This design comes from an exercise in tuning for small area, a short achievable clock period and few clock cycles per item on the open sky130 flow, not from production work.
Only simulation tests tie the RTL to the original design; equivalence was not proved.
Power and IR drop assume default switching activity.

==> inputs of v27 <==
// hearth_acc
module hearth_acc (
    input  wire        clk,
    input  wire        rst,        
    input  wire        start,      
    input  wire        mts,        
    input  wire [3:0]  op,         
    input  wire [7:0]  fn,         
    input  wire [15:0] imm,        
    input  wire [31:0] src,        
    input  wire [31:0] x_in,
    input  wire [31:0] y_in,
    input  wire [15:0] c_in,
    input  wire        ba_in,
    input  wire [31:0] f_in,
    output reg         ready,
    output reg         done,
    output reg  [31:0] a,
    output reg  [31:0] e,
    output reg  [4:0]  flags,      
    output reg         store,      
    output reg         dz_event,   
    output reg         illegal     
);
==> flow/config.mk <==
export PLATFORM = sky130hd
export DESIGN_NAME = hearth_acc
export DESIGN_NICKNAME = hearth_acc
export VERILOG_FILES = /design/flow/design.v
export SDC_FILE = /design/flow/constraint.sdc
export NUM_CORES = 4
export LEC_CHECK = 0
export CAP_MARGIN = 20
export CORE_MARGIN = 2
export CORE_UTILIZATION = 55
export SLEW_MARGIN = 20
==> flow/constraint.sdc <==
create_clock -name core_clock -period 14.0 [get_ports {clk}]
set_input_delay 2.8000 -clock core_clock [delete_from_list [all_inputs] [get_ports {clk}]]
set_output_delay 2.8000 -clock core_clock [all_outputs]
set_load 0.01 [all_outputs]
standard.sh (not shown) runs the stock make flow with config.mk's settings and CLKGATE_MAP_FILE= SYNTH_SCRIPT=/design/flow/synth_recipe.tcl, a recipe that flattens the netlist after the stock synthesis.
==> flow/flow/run.sh <==
#!/bin/bash
# Layout: the standard flow (standard.sh, unchanged synthesis), with the
# timing repair steps aiming for a larger setup slack than the default, so
# that they size and buffer the critical paths below the 14 ns clock.
set -euo pipefail
bash standard.sh SETUP_SLACK_MARGIN=9 > flow_standard.log 2>&1
==> inputs of v36, as changes to v27 <==
--- a/flow/design.v
+++ b/flow/design.v
@@ -69,19 +69,41 @@
                         ({32{s_x}} & x_in) | ({32{s_y}} & y_in) |
                         ({32{s_c}} & {16'd0, c_in}) | ({32{s_b}} & {31'd0, ba_in}) |
                         ({32{s_i}} & {24'd0, imm[7:0]});
     wire i_multi = !i_ill && (i_mul || i_div || i_neg || i_abs2 || i_ftoi || i_popc);
     reg        cv;           
     reg        c_mts, c_ill;
-    reg        k_ld, k_st, k_add, k_sub, k_cyu, k_cmp, k_log, k_mul, k_div, k_sgn;
-    reg        k_neg, k_not, k_abs, k_ext, k_sh, k_mae, k_mea, k_xae, k_mov;
-    reg        k_ftoi, k_popc, k_clz;
-    reg [1:0]  k_lf;         
-    reg [4:0]  k_fn;         
+    reg [3:0]  c_op;         
+    reg [5:0]  c_fn;         
+    reg        c_adc, c_sbc, c_sub1;    
+    wire       c_g = !c_mts && c_op == 4'hE;
+    wire k_ld   = !c_mts && c_op == 4'h0;
+    wire k_st   = !c_mts && c_op == 4'h1;
+    wire k_add  = !c_mts && (c_op == 4'h2 || c_op == 4'h3);
+    wire k_sub  = !c_mts && (c_op == 4'h4 || c_op == 4'h5 || c_op == 4'h9);
+    wire k_cyu  = c_op == 4'h3 || c_op == 4'h5;           
+    wire k_cmp  = c_op == 4'h9;
+    wire k_log  = !c_mts && (c_op == 4'h6 || c_op == 4'h7 || c_op == 4'h8);
+    wire k_mul  = !c_mts && (c_op == 4'hA || c_op == 4'hB);
+    wire k_div  = !c_mts && (c_op == 4'hC || c_op == 4'hD);
+    wire k_sgn  = !c_op[0];                                 
+    wire k_neg  = c_g && c_fn == 6'h00;
+    wire k_not  = c_g && c_fn == 6'h01;
+    wire k_abs  = c_g && c_fn == 6'h02;
+    wire k_ext  = c_g && c_fn >= 6'h03 && c_fn <= 6'h06;
+    wire k_sh   = c_g && (c_fn[5:3] == 3'b001 || c_fn[5:3] == 3'b010);
+    wire k_mae  = c_g && c_fn == 6'h18;
+    wire k_mea  = c_g && c_fn == 6'h19;
+    wire k_xae  = c_g && c_fn == 6'h1A;
+    wire k_mov  = c_g && c_fn >= 6'h1B && c_fn <= 6'h1F;
+    wire k_ftoi = c_g && c_fn[5:1] == 5'b10000;
+    wire k_popc = c_g && c_fn == 6'h30;
+    wire k_clz  = c_g && c_fn == 6'h31;
+    wire [1:0] k_lf = c_op[1:0] - 2'd2;                   
+    wire [4:0] k_fn = c_fn[4:0];                           
     reg [31:0] opn;          
-    reg [31:0] gop;          
     reg        p_inc;        
     reg        pc_in;        
     reg        p_ft;         
     reg        p_mul;        
     reg        p_mfin;       
     reg        p_dinc;       
@@ -92,35 +114,34 @@
     reg        p_dinc2;      
     reg        p_pc2;        
     reg [5:0]  cnt;          
     reg [1:0]  mx;           
     reg [33:0] mc;           
     reg        mk;           
+    reg [7:0]  md;           
     reg        dq_neg;       
     reg        dr_neg;       
     reg        d_neg;        
     reg        q_nz;         
     reg        dquick;       
     wire p_any = p_inc | p_ft | p_mul | p_mfin | p_dinc | p_dclz | p_drot | p_dit |
                  p_dfix | p_dinc2 | p_pc2;
     wire p1 = !p_any && !c_ill && !c_mts;    
     wire        cy_in = flags[F_CY];
-    wire        ad_y0 = p_dinc | p_dinc2 | p_inc;    
     wire        ad_sub = !k_add;                  
-    wire        ad_cin = k_add ? (k_cyu && cy_in)
-                       : (k_sub && k_cyu) ? !cy_in
-                       : p_mfin ? mk : p_inc ? pc_in : 1'b1;
-    wire [31:0] ad_y = opn & {32{!ad_y0}};
+    wire        ad_cin = (c_adc & cy_in) | (c_sbc & !cy_in) | c_sub1 |
+                         (p_mfin & mk) | (p_inc & pc_in) | p_dinc2;
+    wire [31:0] ad_y = opn;
     wire [32:0] ad_s = {1'b0, a} + {1'b0, ad_y} + {32'd0, ad_cin};
     wire [31:0] ad_r = ad_s[31:0];
     wire        ad_cy = ad_s[32] ^ ad_sub;        
     wire        ad_v = (a[31] == ad_y[31]) && (ad_r[31] != a[31]);
     wire [31:0] ad_p = a ^ ad_y;
     wire [31:0] ad_k = {a[30:0] | ad_y[30:0], ad_cin};
     wire        ad_z = (ad_p == ad_k);
-    wire [7:0]  sh_n = k_fn[4] ? e[7:0] : gop[7:0];
+    wire [7:0]  sh_n = k_fn[4] ? e[7:0] : opn[7:0];
     wire [2:0]  sh_k = p_ft ? {2'b00, !dr_neg} : k_fn[2:0];
     wire        sh_left = (sh_k == 3'd0 || sh_k == 3'd3);
     wire [4:0]  sh_m = sh_n[4:0];
     wire [4:0]  rt_amt = p_drot ? cnt[4:0] : (sh_m ^ {5{sh_left}});
     wire [31:0] rt_in = (sh_left && !p_drot) ? {a[0], a[31:1]} : a;
     reg  [31:0] rt;                               
@@ -172,15 +193,15 @@
                     found = 1'b1;
                 end
             end
         end
     endfunction
     wire [5:0] clz_a = f_clz(a);
-    wire        ft_sign = gop[31];
-    wire [7:0]  ft_exp = gop[30:23];
-    wire [22:0] ft_man = gop[22:0];
+    wire        ft_sign = opn[31];
+    wire [7:0]  ft_exp = opn[30:23];
+    wire [22:0] ft_man = opn[22:0];
     wire        ft_nan = (ft_exp == 8'hFF) && (ft_man != 23'd0);
     wire        ft_sat = (ft_exp == 8'hFF) ||
                          (ft_exp >= 8'd158 && !(ft_sign && ft_exp == 8'd158 && ft_man == 23'd0));
     wire [31:0] ft_satv = ft_nan ? 32'd0 : (ft_sign ? 32'h8000_0000 : 32'h7FFF_FFFF);
     wire        ft_left = (ft_exp >= 8'd150);
     wire [7:0]  ft_lamt = ft_exp - 8'd150;
@@ -190,20 +211,20 @@
     wire        ft_stky = |(rt[30:0] & himask[30:0]);
     wire        ft_inc = k_fn[0] && ft_round && (ft_stky || sh_r[0]);
     wire        ft_add1 = ft_inc ^ dq_neg;
     wire        mu_last = (cnt == 6'd3);
     wire        mu_bwl = k_sgn && mu_last;           
     wire [31:0] mu_inv = {k_sgn, {31{1'b0}}};
-    wire [31:0] mu_q0 = ({32{opn[0]}} & a) ^ mu_inv;
-    wire [31:0] mu_q1 = ({32{opn[1]}} & a) ^ mu_inv;
-    wire [31:0] mu_q2 = ({32{opn[2]}} & a) ^ mu_inv;
-    wire [31:0] mu_q3 = ({32{opn[3]}} & a) ^ mu_inv;
-    wire [31:0] mu_q4 = ({32{opn[4]}} & a) ^ mu_inv;
-    wire [31:0] mu_q5 = ({32{opn[5]}} & a) ^ mu_inv;
-    wire [31:0] mu_q6 = ({32{opn[6]}} & a) ^ mu_inv;
-    wire [31:0] mu_q7 = ({32{opn[7]}} & a) ^ {k_sgn & !mu_bwl, {31{mu_bwl}}};
+    wire [31:0] mu_q0 = ({{16{md[0]}}, {16{opn[0]}}} & a) ^ mu_inv;
+    wire [31:0] mu_q1 = ({{16{md[1]}}, {16{opn[1]}}} & a) ^ mu_inv;
+    wire [31:0] mu_q2 = ({{16{md[2]}}, {16{opn[2]}}} & a) ^ mu_inv;
+    wire [31:0] mu_q3 = ({{16{md[3]}}, {16{opn[3]}}} & a) ^ mu_inv;
+    wire [31:0] mu_q4 = ({{16{md[4]}}, {16{opn[4]}}} & a) ^ mu_inv;
+    wire [31:0] mu_q5 = ({{16{md[5]}}, {16{opn[5]}}} & a) ^ mu_inv;
+    wire [31:0] mu_q6 = ({{16{md[6]}}, {16{opn[6]}}} & a) ^ mu_inv;
+    wire [31:0] mu_q7 = ({{16{md[7]}}, {16{opn[7]}}} & a) ^ {k_sgn & !mu_bwl, {31{mu_bwl}}};
     wire        mu_k0 = k_sgn && !p_mul;             
     wire        mu_k1 = mu_bwl;                       
     localparam W = 42;
     wire [W-1:0] mu_rs = p_mul ? {8'd0, mx, e} : {W{1'b0}};
     wire [W-1:0] mu_rc = p_mul ? {8'd0, mc} : {W{1'b0}};
     wire [W-1:0] mu_r0 = {W{1'b0}} | {mu_k1, 6'd0, mu_k0, mu_q0};    
@@ -237,25 +258,23 @@
     wire        mf_z = (mf_p == {a[30:0] | opn[30:0], mk});
     wire        mf_o = (mf_p == {~(a[30:0] & opn[30:0]), !mk});
     wire        dv_aneg = k_sgn && a[31];
     wire        dv_dneg0 = k_sgn && opn[31];
     wire        dv_dz = (opn == 32'd0);
     wire        dv_ovf = k_sgn && (a == 32'h8000_0000) && (opn == 32'hFFFF_FFFF);
-    wire [5:0]  dv_clzd = f_clz(opn ^ {32{dv_dneg0}});
-    wire [5:0]  dv_nd0 = 6'd32 - dv_clzd;
-    wire [5:0]  dv_nd = (dv_nd0 == 6'd0) ? 6'd1 : dv_nd0;
-    wire [5:0]  dv_na = 6'd32 - clz_a;
-    wire [6:0]  dv_tw = {1'b0, dv_na} - {1'b0, dv_nd} + 7'd1;    
+    wire [31:0] dv_dh = opn ^ {32{dv_dneg0}};
+    wire [5:0]  dv_clzd = f_clz({1'b0, dv_dh[31:1]});
+    wire [6:0]  dv_tw = {1'b0, dv_clzd} - {1'b0, clz_a};          
     wire        dv_quick = dv_tw[6] || dv_tw == 7'd0;             
     wire [31:0] dv_rmask = ~(32'hFFFF_FFFF << (6'd32 - cnt));
     wire [32:0] dv_x = {e, a[31]};
     wire [33:0] dv_try = {1'b0, dv_x} + {2'b11, opn ^ {32{!d_neg}}} + {33'd0, !d_neg};
     wire        dv_q = !dv_try[33];
     wire [31:0] dv_rem = dv_q ? dv_try[31:0] : dv_x[31:0];
     wire [31:0] dv_negE = 32'd0 - e;
-    reg [31:0] n_a, n_e, n_opn, n_gop;
+    reg [31:0] n_a, n_e, n_opn;
     reg [4:0]  n_fl;
     reg        fin, last_n;
     reg        n_inc, n_ft, n_mul, n_mfin, n_dinc, n_dclz, n_drot, n_dit, n_dfix, n_dinc2, n_pc2;
     reg [5:0]  n_cnt;
     reg [1:0]  n_mx;
     reg [33:0] n_mc;
@@ -264,13 +283,12 @@
     reg        n_store, n_dz, n_pcin;
     reg [31:0] lr;           
     always @* begin
         n_a = a;
         n_e = e;
         n_opn = opn;
-        n_gop = gop;
         n_fl = flags;
         fin = 1'b1;
         last_n = 1'b1;
         {n_inc, n_ft, n_mul, n_mfin, n_dinc, n_dclz, n_drot, n_dit, n_dfix, n_dinc2, n_pc2} = 11'd0;
         n_cnt = cnt;
         n_mx = mx;
@@ -281,13 +299,13 @@
         n_dn = d_neg;
         n_qnz = q_nz;
         n_quick = dquick;
         n_store = 1'b0;
         n_pcin = pc_in;
         n_dz = 1'b0;
-        lr = ({32{k_ld}} & opn) | ({32{k_mov}} & gop) |
+        lr = ({32{k_ld}} & opn) | ({32{k_mov}} & opn) |
              ({32{k_log && k_lf == 2'd0}} & (a & opn)) |
              ({32{k_log && k_lf == 2'd1}} & (a | opn)) |
              ({32{k_log && k_lf == 2'd2}} & (a ^ opn)) |
              ({32{k_not}} & ~a) |
              ({32{k_ext}} & ((k_fn[2:0] == 3'd3) ? {{24{a[7]}}, a[7:0]} :
                              (k_fn[2:0] == 3'd4) ? {{16{a[15]}}, a[15:0]} :
@@ -304,12 +322,13 @@
             n_fl[F_Z] = ad_z;
             if (!k_ftoi) n_fl[F_V] = ad_v;
             if (k_neg) n_fl[F_CY] = ad_cy;
         end else if (p_ft) begin
             n_a = sh_r ^ {32{dq_neg}};
             n_pcin = ft_add1;
+            n_opn = 32'd0;
             n_inc = 1'b1;
             fin = 1'b0;
         end else if (p_mfin) begin
             n_a = e;
             n_e = ad_r;
             n_fl[F_N] = ad_r[31];
@@ -333,13 +352,13 @@
                 n_mfin = 1'b1;
             end else begin
                 n_mul = 1'b1;
                 last_n = 1'b0;
             end
         end else if (p_dinc) begin
-            n_a = ad_r;
+            n_a = dv_negE;
             n_dclz = 1'b1;
             fin = 1'b0;
             last_n = 1'b0;
         end else if (p_dclz) begin
             n_cnt = dv_tw[5:0];
             n_quick = dv_quick;
@@ -384,12 +403,13 @@
             end
         end else if (p_dfix) begin
             if (dr_neg)
                 n_e = dv_negE;
             if (dq_neg) begin
                 n_a = ~a;
+                n_opn = 32'd0;
                 n_dinc2 = 1'b1;
                 fin = 1'b0;
             end else begin
                 n_fl[F_N] = 1'b0;
                 n_fl[F_Z] = !q_nz;
                 n_fl[F_V] = 1'b0;
@@ -411,26 +431,28 @@
             n_fl[F_Z] = ad_z;
             n_fl[F_V] = ad_v;
             n_fl[F_CY] = ad_cy;
         end else if (k_neg || k_abs) begin
             n_a = a ^ {32{k_neg | a[31]}};
             n_pcin = k_neg | a[31];
+            n_opn = 32'd0;
             n_inc = 1'b1;
             fin = 1'b0;
         end else if (k_ftoi) begin
             n_fl[F_V] = ft_sat;
             n_dqn = ft_sign;
             n_drn = ft_left;
             fin = 1'b0;
             if (ft_sat) begin
                 n_a = ft_satv;
                 n_pcin = 1'b0;
+                n_opn = 32'd0;
                 n_inc = 1'b1;
             end else begin
                 n_a = ft_m;
-                n_gop = {24'd0, ft_left ? ft_lamt : ft_ramt};
+                n_opn = {24'd0, ft_left ? ft_lamt : ft_ramt};
                 n_ft = 1'b1;
                 last_n = 1'b0;
             end
         end else if (k_div) begin
             if (dv_dz) begin
                 n_a = k_sgn ? (a[31] ? 32'h8000_0000 : 32'h7FFF_FFFF) : 32'hFFFF_FFFF;
@@ -447,13 +469,13 @@
                 n_fl[F_N] = 1'b1;
                 n_fl[F_Z] = 1'b0;
                 n_fl[F_V] = 1'b1;
                 n_fl[F_CY] = 1'b0;
             end else begin
                 n_e = a;
-                n_a = a ^ {32{dv_aneg}};
+                n_a = a;
                 n_dqn = dv_aneg ^ dv_dneg0;
                 n_drn = dv_aneg;
                 n_dn = dv_dneg0;
                 n_qnz = 1'b0;
                 n_cnt = dv_tw[5:0];
                 n_quick = dv_quick;
@@ -507,17 +529,17 @@
             illegal <= c_ill;
             if (cv) begin
                 a <= n_a;
                 e <= n_e;
                 flags <= n_fl;
                 opn <= n_opn;
-                gop <= n_gop;
                 cnt <= n_cnt;
                 mx <= n_mx;
                 mc <= n_mc;
                 mk <= n_mk;
+                if (n_mul) md <= opn[15:8];
                 dq_neg <= n_dqn;
                 dr_neg <= n_drn;
                 d_neg <= n_dn;
                 q_nz <= n_qnz;
                 pc_in <= n_pcin;
                 dquick <= n_quick;
@@ -525,21 +547,19 @@
                     {n_inc, n_ft, n_mul, n_mfin, n_dinc, n_dclz, n_drot, n_dit, n_dfix, n_dinc2, n_pc2};
             end
             if (accept) begin
                 cv <= 1'b1;
                 c_mts <= mts;
                 c_ill <= i_ill;
-                {k_ld, k_st, k_add, k_sub, k_cyu, k_cmp, k_log, k_mul, k_div, k_sgn} <=
-                    {i_ld, i_st, i_add, i_sub, i_cyu, i_cmp, i_log, i_mul, i_div, i_sgn};
-                {k_neg, k_not, k_abs, k_ext, k_sh, k_mae, k_mea, k_xae, k_mov} <=
-                    {i_neg, i_not, i_abs2, i_ext, i_sh, i_mae, i_mea, i_xae, i_mov};
-                {k_ftoi, k_popc, k_clz} <= {i_ftoi, i_popc, i_clz};
-                k_lf <= op[1:0] - 2'd2;
-                k_fn <= fn[4:0];
-                opn <= src ^ {32{i_sub}};
-                gop <= i_gop;
+                c_op <= (op == 4'hF) ? {1'b0, imm[1:0] == 2'd3, imm[1:0] == 2'd2, imm[1:0] == 2'd1} : op;
+                c_fn <= fn[5:0];
+                c_adc <= !mts && op == 4'h3;
+                c_sbc <= !mts && op == 4'h5;
+                c_sub1 <= i_sub && op != 4'h5;
+                opn <= i_grp ? i_gop : (src ^ {32{i_sub}});
+                md <= src[7:0];
                 cnt <= 6'd0;
                 ready <= !i_multi;
             end else if (cv && !fin) begin
                 ready <= last_n;
             end else begin
                 cv <= 1'b0;
==> flow/config.mk (replaced) <==
export PLATFORM = sky130hd
export DESIGN_NAME = hearth_acc
export DESIGN_NICKNAME = hearth_acc
export VERILOG_FILES = /design/flow/design.v
export SDC_FILE = /design/flow/constraint.sdc
export NUM_CORES = 4
export LEC_CHECK = 0
export CAP_MARGIN = 20
export CORE_MARGIN = 2
export CORE_UTILIZATION = 40
export SLEW_MARGIN = 20
==> inputs of v8, as changes to v27 <==
--- a/flow/design.v
+++ b/flow/design.v
@@ -77,13 +77,12 @@
     reg        k_ftoi, k_popc, k_clz;
     reg [1:0]  k_lf;         
     reg [4:0]  k_fn;         
     reg [31:0] opn;          
     reg [31:0] gop;          
     reg        p_inc;        
-    reg        pc_in;        
     reg        p_ft;         
     reg        p_mul;        
     reg        p_mfin;       
     reg        p_dinc;       
     reg        p_dclz;       
     reg        p_drot;       
@@ -101,18 +100,19 @@
     reg        q_nz;         
     reg        dquick;       
     wire p_any = p_inc | p_ft | p_mul | p_mfin | p_dinc | p_dclz | p_drot | p_dit |
                  p_dfix | p_dinc2 | p_pc2;
     wire p1 = !p_any && !c_ill && !c_mts;    
     wire        cy_in = flags[F_CY];
-    wire        ad_y0 = p_dinc | p_dinc2 | p_inc;    
-    wire        ad_sub = !k_add;                  
+    wire        ad_ye = p_mfin;                   
+    wire        ad_y0 = k_div;                    
+    wire        ad_sub = !k_add && !ad_y0 && !ad_ye;
     wire        ad_cin = k_add ? (k_cyu && cy_in)
                        : (k_sub && k_cyu) ? !cy_in
-                       : p_mfin ? mk : p_inc ? pc_in : 1'b1;
-    wire [31:0] ad_y = opn & {32{!ad_y0}};
+                       : ad_ye ? mk : 1'b1;
+    wire [31:0] ad_y = (({32{!ad_y0 && !ad_ye}} & opn) | ({32{ad_ye}} & e)) ^ {32{ad_sub}};
     wire [32:0] ad_s = {1'b0, a} + {1'b0, ad_y} + {32'd0, ad_cin};
     wire [31:0] ad_r = ad_s[31:0];
     wire        ad_cy = ad_s[32] ^ ad_sub;        
     wire        ad_v = (a[31] == ad_y[31]) && (ad_r[31] != a[31]);
     wire [31:0] ad_p = a ^ ad_y;
     wire [31:0] ad_k = {a[30:0] | ad_y[30:0], ad_cin};
@@ -142,15 +142,12 @@
     wire        sh_32 = (sh_n == 8'd32);
     wire        sh_0 = (sh_n == 8'd0);
     wire        sh_rot = (sh_k == 3'd3 || sh_k == 3'd4);
     wire        sh_fv = (sh_k == 3'd2) && a[31];  
     wire [31:0] sh_fm = sh_rot ? 32'd0 : sh_big ? 32'hFFFF_FFFF : sh_left ? lomask : himask;
     wire [31:0] sh_r = (rt & ~sh_fm) | ({32{sh_fv}} & sh_fm);
-    wire [31:0] sh_zm = (sh_rot || sh_0) ? 32'hFFFF_FFFF : sh_left ? ~himask : ~lomask;
-    wire        sh_z = (sh_big && !sh_rot) ? ((sh_k == 3'd2) ? !a[31] : 1'b1)
-                                           : ((a & sh_zm) == 32'd0);
     wire        sh_cy = (sh_0 || (sh_big && !sh_32)) ? 1'b0 : (sh_left ? rt[0] : rt[31]);
     integer    i;
     reg [1:0] pc1 [0:15];
     reg [2:0] pc2 [0:7];
     reg [3:0] pc3 [0:3];
     reg [5:0] popc;
@@ -230,15 +227,15 @@
     wire [W-1:0] l4s0, l4c0;
     assign {l4c0, l4s0} = csa(l3s0, l3c0, l2c1, 1'b0);
     wire [W-1:0] mu_sd, mu_cd;
     assign {mu_cd, mu_sd} = csa(l4s0, l4c0, mu_r7, 1'b0);
     wire [8:0]  mu_l = {1'b0, mu_sd[7:0]} + {1'b0, mu_cd[7:0]};
     wire [31:0] mu_lo = {mu_l[7:0], opn[31:8]};
-    wire [31:0] mf_p = a ^ opn;
-    wire        mf_z = (mf_p == {a[30:0] | opn[30:0], mk});
-    wire        mf_o = (mf_p == {~(a[30:0] & opn[30:0]), !mk});
+    wire [31:0] mf_p = a ^ e;
+    wire        mf_z = (mf_p == {a[30:0] | e[30:0], mk});
+    wire        mf_o = (mf_p == {~(a[30:0] & e[30:0]), !mk});
     wire        dv_aneg = k_sgn && a[31];
     wire        dv_dneg0 = k_sgn && opn[31];
     wire        dv_dz = (opn == 32'd0);
     wire        dv_ovf = k_sgn && (a == 32'h8000_0000) && (opn == 32'hFFFF_FFFF);
     wire [5:0]  dv_clzd = f_clz(opn ^ {32{dv_dneg0}});
     wire [5:0]  dv_nd0 = 6'd32 - dv_clzd;
@@ -258,13 +255,13 @@
     reg        n_inc, n_ft, n_mul, n_mfin, n_dinc, n_dclz, n_drot, n_dit, n_dfix, n_dinc2, n_pc2;
     reg [5:0]  n_cnt;
     reg [1:0]  n_mx;
     reg [33:0] n_mc;
     reg        n_mk;
     reg        n_dqn, n_drn, n_dn, n_qnz, n_quick;
-    reg        n_store, n_dz, n_pcin;
+    reg        n_store, n_dz;
     reg [31:0] lr;           
     always @* begin
         n_a = a;
         n_e = e;
         n_opn = opn;
         n_gop = gop;
@@ -279,13 +276,12 @@
         n_dqn = dq_neg;
         n_drn = dr_neg;
         n_dn = d_neg;
         n_qnz = q_nz;
         n_quick = dquick;
         n_store = 1'b0;
-        n_pcin = pc_in;
         n_dz = 1'b0;
         lr = ({32{k_ld}} & opn) | ({32{k_mov}} & gop) |
              ({32{k_log && k_lf == 2'd0}} & (a & opn)) |
              ({32{k_log && k_lf == 2'd1}} & (a | opn)) |
              ({32{k_log && k_lf == 2'd2}} & (a ^ opn)) |
              ({32{k_not}} & ~a) |
@@ -303,21 +299,21 @@
             n_fl[F_N] = ad_r[31];
             n_fl[F_Z] = ad_z;
             if (!k_ftoi) n_fl[F_V] = ad_v;
             if (k_neg) n_fl[F_CY] = ad_cy;
         end else if (p_ft) begin
             n_a = sh_r ^ {32{dq_neg}};
-            n_pcin = ft_add1;
+            n_opn = {32{ft_add1}};
             n_inc = 1'b1;
             fin = 1'b0;
         end else if (p_mfin) begin
-            n_a = e;
+            n_a = opn;
             n_e = ad_r;
             n_fl[F_N] = ad_r[31];
             n_fl[F_Z] = q_nz;
-            n_fl[F_V] = (k_sgn && e[31]) ? !mf_o : !mf_z;
+            n_fl[F_V] = (k_sgn && opn[31]) ? !mf_o : !mf_z;
             n_fl[F_CY] = 1'b0;
         end else if (p_mul || (p1 && k_mul)) begin
             if (!p_mul)
                 n_qnz = (a == 32'd0) || (opn == 32'd0);
             n_e = mu_sd[39:8];
             n_mx = mu_sd[41:40];
@@ -325,14 +321,13 @@
             n_mk = mu_l[8];
             n_opn = mu_lo;
             n_cnt = cnt + 6'd1;
             fin = 1'b0;
             if (mu_last) begin
                 n_a = mu_sd[39:8];
-                n_opn = mu_cd[39:8];
-                n_e = mu_lo;
+                n_e = mu_cd[39:8];
                 n_mfin = 1'b1;
             end else begin
                 n_mul = 1'b1;
                 last_n = 1'b0;
             end
         end else if (p_dinc) begin
@@ -410,23 +405,23 @@
             n_fl[F_N] = ad_r[31];
             n_fl[F_Z] = ad_z;
             n_fl[F_V] = ad_v;
             n_fl[F_CY] = ad_cy;
         end else if (k_neg || k_abs) begin
             n_a = a ^ {32{k_neg | a[31]}};
-            n_pcin = k_neg | a[31];
+            n_opn = {32{k_neg | a[31]}};
             n_inc = 1'b1;
             fin = 1'b0;
         end else if (k_ftoi) begin
             n_fl[F_V] = ft_sat;
             n_dqn = ft_sign;
             n_drn = ft_left;
             fin = 1'b0;
             if (ft_sat) begin
                 n_a = ft_satv;
-                n_pcin = 1'b0;
+                n_opn = 32'd0;
                 n_inc = 1'b1;
             end else begin
                 n_a = ft_m;
                 n_gop = {24'd0, ft_left ? ft_lamt : ft_ramt};
                 n_ft = 1'b1;
                 last_n = 1'b0;
@@ -473,13 +468,13 @@
                 n_pc2 = 1'b1;
                 fin = 1'b0;
             end
         end else if (k_ld || k_log || k_not || k_sh || k_ext) begin
             n_a = lr;
             n_fl[F_N] = lr[31];
-            n_fl[F_Z] = k_sh ? sh_z : (lr == 32'd0);
+            n_fl[F_Z] = (lr == 32'd0);
             if (!k_ext && !k_ld) n_fl[F_V] = 1'b0;
             if (k_sh) n_fl[F_CY] = sh_cy;
         end else if (k_mea) begin
             n_e = a;
         end else if (k_xae) begin
             n_a = e;
@@ -516,13 +511,12 @@
                 mc <= n_mc;
                 mk <= n_mk;
                 dq_neg <= n_dqn;
                 dr_neg <= n_drn;
                 d_neg <= n_dn;
                 q_nz <= n_qnz;
-                pc_in <= n_pcin;
                 dquick <= n_quick;
                 {p_inc, p_ft, p_mul, p_mfin, p_dinc, p_dclz, p_drot, p_dit, p_dfix, p_dinc2, p_pc2} <=
                     {n_inc, n_ft, n_mul, n_mfin, n_dinc, n_dclz, n_drot, n_dit, n_dfix, n_dinc2, n_pc2};
             end
             if (accept) begin
                 cv <= 1'b1;
@@ -532,13 +526,13 @@
                     {i_ld, i_st, i_add, i_sub, i_cyu, i_cmp, i_log, i_mul, i_div, i_sgn};
                 {k_neg, k_not, k_abs, k_ext, k_sh, k_mae, k_mea, k_xae, k_mov} <=
                     {i_neg, i_not, i_abs2, i_ext, i_sh, i_mae, i_mea, i_xae, i_mov};
                 {k_ftoi, k_popc, k_clz} <= {i_ftoi, i_popc, i_clz};
                 k_lf <= op[1:0] - 2'd2;
                 k_fn <= fn[4:0];
-                opn <= src ^ {32{i_sub}};
+                opn <= src;
                 gop <= i_gop;
                 cnt <= 6'd0;
                 ready <= !i_multi;
             end else if (cv && !fin) begin
                 ready <= last_n;
             end else begin
==> flow/flow/run.sh (replaced) <==
#!/bin/bash
# Layout: the standard flow (standard.sh, unchanged synthesis), with the
# timing repair steps aiming for a larger setup slack than the default, so
# that they size and buffer the critical paths below the 14 ns clock.
set -euo pipefail
bash standard.sh SETUP_SLACK_MARGIN=10 > flow_standard.log 2>&1
==> flow/config.mk (replaced) <==
export PLATFORM = sky130hd
export DESIGN_NAME = hearth_acc
export DESIGN_NICKNAME = hearth_acc
export VERILOG_FILES = /design/flow/design.v
export SDC_FILE = /design/flow/constraint.sdc
export NUM_CORES = 4
export LEC_CHECK = 0
export CAP_MARGIN = 20
export CORE_MARGIN = 2
export CORE_UTILIZATION = 40
export SLEW_MARGIN = 20
==> comparison table <==
Result of the run: v36 timing/DRC/antenna clean; v8 timing/DRC/antenna clean; v27 aborted with a tool error
Stage where the flow stopped: v36 -; v8 -; v27 global routing
Setup slack after placement: v36 7.08 ns; v8 7.47 ns; v27 7.48 ns
Number of instances in the synthesized netlist: v36 5113; v8 5565; v27 5756
Type of the tightest min-delay check: v36 register to register; v8 register to register; v27 -
Clock-cell share of area: v36 1.28%; v8 2.05%; v27 -
Via density: v36 7.62; v8 7.28; v27 -
Leak pwr: v36 17.4 nW; v8 22.2 nW; v27 -
Count of unique library cells instantiated by Yosys: v36 111; v8 104; v27 109
Number of well taps: v36 1265; v8 1391; v27 -
Hold path cells: v36 2; v8 2; v27 -
Routability cong.: v36 1.19; v8 1.18; v27 1.31
Maximum fanout encountered on the critical timing path: v36 7; v8 12; v27 -
Sequential fraction of total cell area: v36 10.3%; v8 10.5%; v27 -
Sequential power share: v36 24.5%; v8 20.3%; v27 -
Most frequent cell after synthesis: v36 nand2_1; v8 nor2_1; v27 nand2_1
Instance area at placement: v36 0.0425 sq mm; v8 0.0470 sq mm; v27 0.0467 sq mm
Finished layout cell area: v36 0.0465 sq mm; v8 0.0584 sq mm; v27 -
Cell count after placement: v36 6422; v8 6939; v27 6790
Initial DRC count: v36 10188; v8 9929; v27 -
Total half-perimeter wirelength after legalization and detailed placement: v36 223 mm; v8 217 mm; v27 212 mm
Netlist area before placement: v36 0.0381 sq mm; v8 0.0422 sq mm; v27 0.0430 sq mm
Clock latency at the later pin of the worst-skew pair: v36 0.59 ns; v8 0.68 ns; v27 -
Clk power: v36 590 uW; v8 1.00 mW; v27 -
Area share of xor/xnor cells in the synthesized design: v36 7.27%; v8 8.15%; v27 8.26%
Post-route worst setup slack: v36 8.63 ns; v8 8.63 ns; v27 -
Testbench counts of v27, summed over its fixed seeds: cycles 54,543, ops 32,000.
Testbench counts of v36, summed over its fixed seeds: cycles 54,543, ops 32,000.
Testbench counts of v8, summed over its fixed seeds: cycles 54,543, ops 32,000.

## what the ideal ports hide
In the flow no input, the clock included, has a driving cell. The finished layouts below were timed again as built, in two steps.
Step 1, drivers: a clkbuf_16 drives clk and a buf_2 each remaining input, both assumed.
Step 2 also shifts input and output timing later by t, the mid clock arrival at the registers, as if the neighbouring blocks saw the same clock.
Three values: ideal ports, drivers, drivers and shift; two values: the first two.
run	shift t [ns]	setup slack, ns	worst slew at a driven data input, ns
v36	0.654	8.633 / 8.633 / 8.356	0.10
v8	0.713	8.630 / 8.630 / 8.630	0.09
After both steps setup and hold are still met in every run listed. For v36, which loses most, drivers alone change the setup slack by 0.000 ns; drivers and shift together by -0.277 ns.
